Background: an optimization exercise with open tools, aiming at small area, a short achievable clock period and few clock cycles. Do not read the settings as production practice.
Where RTL was checked, it was by simulation tests only, not by an equivalence proof against the original.

build 28:
// kz_imgdigest
module kz_imgdigest (
    input  wire         clk,
    input  wire         rst,         
    input  wire         in_valid,
    output wire         in_ready,
    input  wire [35:0]  in_w0,       
    input  wire [35:0]  in_w1,       
    input  wire         in_last,     
    output reg          out_valid,   
    output wire [255:0] digest       
);
    function [31:0] rotr(input [31:0] x, input integer n);
        rotr = (x >> n) | (x << (32 - n));
    endfunction
    function [31:0] bsig0(input [31:0] x);
        bsig0 = rotr(x, 2) ^ rotr(x, 13) ^ rotr(x, 22);
    endfunction
    function [31:0] bsig1(input [31:0] x);
        bsig1 = rotr(x, 6) ^ rotr(x, 11) ^ rotr(x, 25);
    endfunction
    function [31:0] ssig0(input [31:0] x);
        ssig0 = rotr(x, 7) ^ rotr(x, 18) ^ (x >> 3);
    endfunction
    function [31:0] ssig1(input [31:0] x);
        ssig1 = rotr(x, 17) ^ rotr(x, 19) ^ (x >> 10);
    endfunction
    function [63:0] csa(input [31:0] x, input [31:0] y, input [31:0] z);
        csa = {((x & y) | (x & z) | (y & z)) << 1, x ^ y ^ z};
    endfunction
    wire [5:0]  kidx;
    reg  [31:0] kt;
    always @* begin
        case (kidx)
            6'd0:  kt = 32'h428a2f98; 6'd1:  kt = 32'h71374491;
            6'd2:  kt = 32'hb5c0fbcf; 6'd3:  kt = 32'he9b5dba5;
            6'd4:  kt = 32'h3956c25b; 6'd5:  kt = 32'h59f111f1;
            6'd6:  kt = 32'h923f82a4; 6'd7:  kt = 32'hab1c5ed5;
  ...
Size: roughly 5,900 cells after synthesis, ~330 I/O pins, about 0.065 mm^2 of cells after synthesis.
clock: 10.0 ns
lec_check: 0
abc_clock_period_in_ps: 3000
cap_margin: 20
core_margin: 2
core_utilization: 40
setup_slack_margin: 5
slew_margin: 20
run.sh (not shown) runs the stock make flow with config.mk's settings and CLKGATE_MAP_FILE= SYNTH_SCRIPT=/design/flow/synth_recipe.tcl, a recipe that flattens the netlist after the stock synthesis.
### build 28 -> trial 81
--- a/flow/config.mk
+++ b/flow/config.mk
@@ -8 +7,0 @@
-export ABC_CLOCK_PERIOD_IN_PS = 3000
[summary]
- Trial 81 finished every step from synthesis to the final layout, and the layout passed the timing, design-rule and antenna checks.
- Changes observed in trial 81 relative to build 28: synthesized cell count flat; critical path depth in cells shows no meaningful change; share of the synthesized netlist area taken by xor and xnor gates ~0 delta; first-iteration DRC count did not really move; worst hold slack was more or less identical.
- The utilization after layout was comparable across trial 81 and build 28.
- Total instance count after detailed placement came out exactly the same in trial 81 and build 28.
Function was not checked in any run of this note: the RTL went through the layout flow alone.

========
== v32 ==
Another version of the RTL of kz_imgdigest (not shown whole).
Size in the first run: roughly 6300 cells after synthesis.
Design kz_imgdigest, start of the top module:
module kz_imgdigest (
    input  wire         clk,
    input  wire         rst,         
    input  wire         in_valid,
    output wire         in_ready,
    input  wire [35:0]  in_w0,       
    input  wire [35:0]  in_w1,       
    input  wire         in_last,     
    output reg          out_valid,   
    output wire [255:0] digest       
);
export LEC_CHECK = 0
export CAP_MARGIN = 20
export CORE_MARGIN = 2
export CORE_UTILIZATION = 50
export CTS_BUF_LIST = sky130_fd_sc_hd__clkbuf_16
export CTS_CLUSTER_DIAMETER = 70
export CTS_CLUSTER_SIZE = 20
export SLEW_MARGIN = 20
export SYNTH_HIERARCHICAL = 1
create_clock -name core_clock -period 10.0 [get_ports {clk}]
standard.sh (not shown) runs the stock make flow with config.mk's settings and CLKGATE_MAP_FILE= SYNTH_SCRIPT=/design/flow/synth_recipe.tcl, a recipe that flattens the netlist after the stock synthesis.
==> flow/flow/run.sh <==
#!/bin/bash
set -uo pipefail
bash standard.sh \
  "BUFFER_PORTS_ARGS=-buffer_cell sky130_fd_sc_hd__buf_2" \
  "CTS_ARGS=-sink_clustering_enable -repair_clock_nets -dont_use_dummy_load -sink_clustering_size 20 -sink_clustering_max_diameter 70 -buf_list sky130_fd_sc_hd__clkbuf_16" \
  SETUP_SLACK_MARGIN=5.8 \
  finish > standard_make.log 2>&1
Testbench counts of v32, summed over its fixed seeds: cycles 98,488.
For v24, these inputs were changed with respect to v32:
diff --git a/flow/flow/run.sh b/flow/flow/run.sh
--- a/flow/flow/run.sh
+++ b/flow/flow/run.sh
@@ -5,3 +5,3 @@
   "CTS_ARGS=-sink_clustering_enable -repair_clock_nets -dont_use_dummy_load -sink_clustering_size 20 -sink_clustering_max_diameter 70 -buf_list sky130_fd_sc_hd__clkbuf_16" \
-  SETUP_SLACK_MARGIN=5.8 \
+  SETUP_SLACK_MARGIN=5.4 \
   finish > standard_make.log 2>&1
[summary]
Relative to v32, the weighted congestion reported at the end of routability-driven placement measured on v24 has decreased slightly. Re pre-CTS setup slack: v32 was higher than v24. Count of cells along the worst hold path came out exactly the same in v24 and v32. Compared v24 vs v32, and worst-case hold slack is up in v24. When v24 is set beside v32, its number of nets in the layout turns out to be about 1.1% smaller. The final layouts of v24 and v32 pass the timing, design-rule and antenna checks. The setup slack reported for v24 is smaller than that of v32 by 0.060 ns. v24 vs. v32: met1 layer usage reported by global route stayed essentially flat, clock buffer count in the final layout rose by 3, wire length after detailed routing rose by 0.34%. v24 vs v32 on sequential share of layout area: v24 is the higher one.
Input-level comparison between v2 and v24:
- CTS_CLUSTER_DIAMETER: 70 -> unset
- CTS_CLUSTER_SIZE: 20 -> unset
- CTS_BUF_LIST: sky130_fd_sc_hd__clkbuf_16 -> unset
==> flow/flow/run.sh <==
#!/bin/bash
set -uo pipefail
bash standard.sh \
  "BUFFER_PORTS_ARGS=-buffer_cell sky130_fd_sc_hd__buf_1" \
  "CTS_ARGS=-sink_clustering_enable -repair_clock_nets -dont_use_dummy_load -sink_clustering_size 24 -sink_clustering_max_diameter 80 -buf_list sky130_fd_sc_hd__clkbuf_16" \
  SETUP_SLACK_MARGIN=5.4 \
  finish > standard_make.log 2>&1
## What came out
Every stage of the flow completed for v2, and the final layout passed the timing, design-rule and antenna checks. When v2 is set beside v24, its clock buffer count from CTS turns out to be about 17% smaller. Re via count: v24 was lower than v2. v2 vs. v24: wire length held; critical path required time fell by 0.10 ns; routed length on met1 rose 350 um.
Inputs modified between v2 and v21:
- CTS_CLUSTER_SIZE now 20, previously not set
- SETUP_SLACK_MARGIN now 5, previously not set
- CTS_BUF_LIST now sky130_fd_sc_hd__clkbuf_16, previously not set
- PLACE_DENSITY now 0.7, previously not set
- CTS_CLUSTER_DIAMETER now 70, previously not set
- CORE_UTILIZATION now 60, was 50
==> flow/run.sh (new file) <==
#!/bin/bash
# synth_recipe.tcl (not shown) runs the flow's synth.tcl, then flattens the netlist and writes it again
# the make line also repeats each setting of config.mk as NAME=value (left out here)
make -C /OpenROAD-flow-scripts/flow DESIGN_CONFIG=/design/flow/config.mk WORK_HOME=/design/flow/orfs CLKGATE_MAP_FILE= SYNTH_SCRIPT=/design/flow/synth_recipe.tcl finish
removed: flow/flow/run.sh
removed: flow/standard.sh
## What came out
Compare v21 and v2 | met2 routing resource usage after global routing lower: v2
Compared to v2, v21 has worst setup margin 0.39 ns lower.
Global-route usage over all layers (lower): v2
Diff v2 -> v21 | wire length of the first global-routing pass | decrease of about 4%
For the worst-case clock skew, v21 came in 0.061 ns lower than v2 did.
--- input diff v21..v45 ---
- CTS_CLUSTER_SIZE removed (was 20)
- CTS_CLUSTER_DIAMETER removed (was 70)
- PLACE_DENSITY removed (was 0.7)
- CTS_BUF_LIST removed (was sky130_fd_sc_hd__clkbuf_16)
- CORE_UTILIZATION changed from 60 to 40
--- outcome ---
- v21 has lower design area than v45.
- The higher slew at the pin closest to its max-slew limit of v45 and v21 is in v45.
- v21 has a higher global-route usage than v45.
- [compare] base=v21 new=v45: post-route worst setup slack has decreased, overall overflow remaining after global route now sits at about the same level, number of vias after detailed routing lost 2.5%.
- v45 ended with less fraction of standard cell area that is sequential than v21.
- v45 ends up with lower routing usage on met1 than v21 does.
- Lower core utilization goes to v45 over v21.

-- what the ideal ports hide --
The flow's constraints put no driver on any port. The routed layouts listed below were extracted and timed again, unchanged, in two steps.
Step 1 sets driving cells, clkbuf_16 on the clock port and buf_2 on the other inputs (assumed; they add their load-dependent delay and slew).
Step 2 moves the port delays by t, midway between the first and last clock arrival at a register: inputs arrive t later, outputs are due t later. That takes back most of the time a late clock gives input paths.
Slacks: no drivers / after step 1 / after step 2; pairs: no drivers / after step 1.
| run | t (ns) | slack for setup (ns) | clock arrival spread, ns | worst data-port slew with drivers (ns) |
|---|---|---|---|---|
| build 28 | 0.867 | 4.715 / 4.715 / 4.685 | 0.064 / 0.064 | 0.07 |
| trial 81 | 0.867 | 4.715 / 4.715 / 4.685 | 0.064 / 0.064 | 0.07 |
| v32 | 0.787 | 5.410 / 5.410 / 5.410 | 0.124 / 0.124 | 0.06 |
| v24 | 0.784 | 5.350 / 5.350 / 5.350 | 0.118 / 0.118 | 0.06 |
| v2 | 0.772 | 5.364 / 5.364 / 5.364 | 0.112 / 0.112 | 0.07 |
| v21 | 0.794 | 4.974 / 4.974 / 4.974 | 0.054 / 0.053 | 0.06 |
| v45 | 0.886 | 4.927 / 4.927 / 4.927 | 0.036 / 0.036 | 0.06 |
After both steps setup and hold are still met in every run listed.
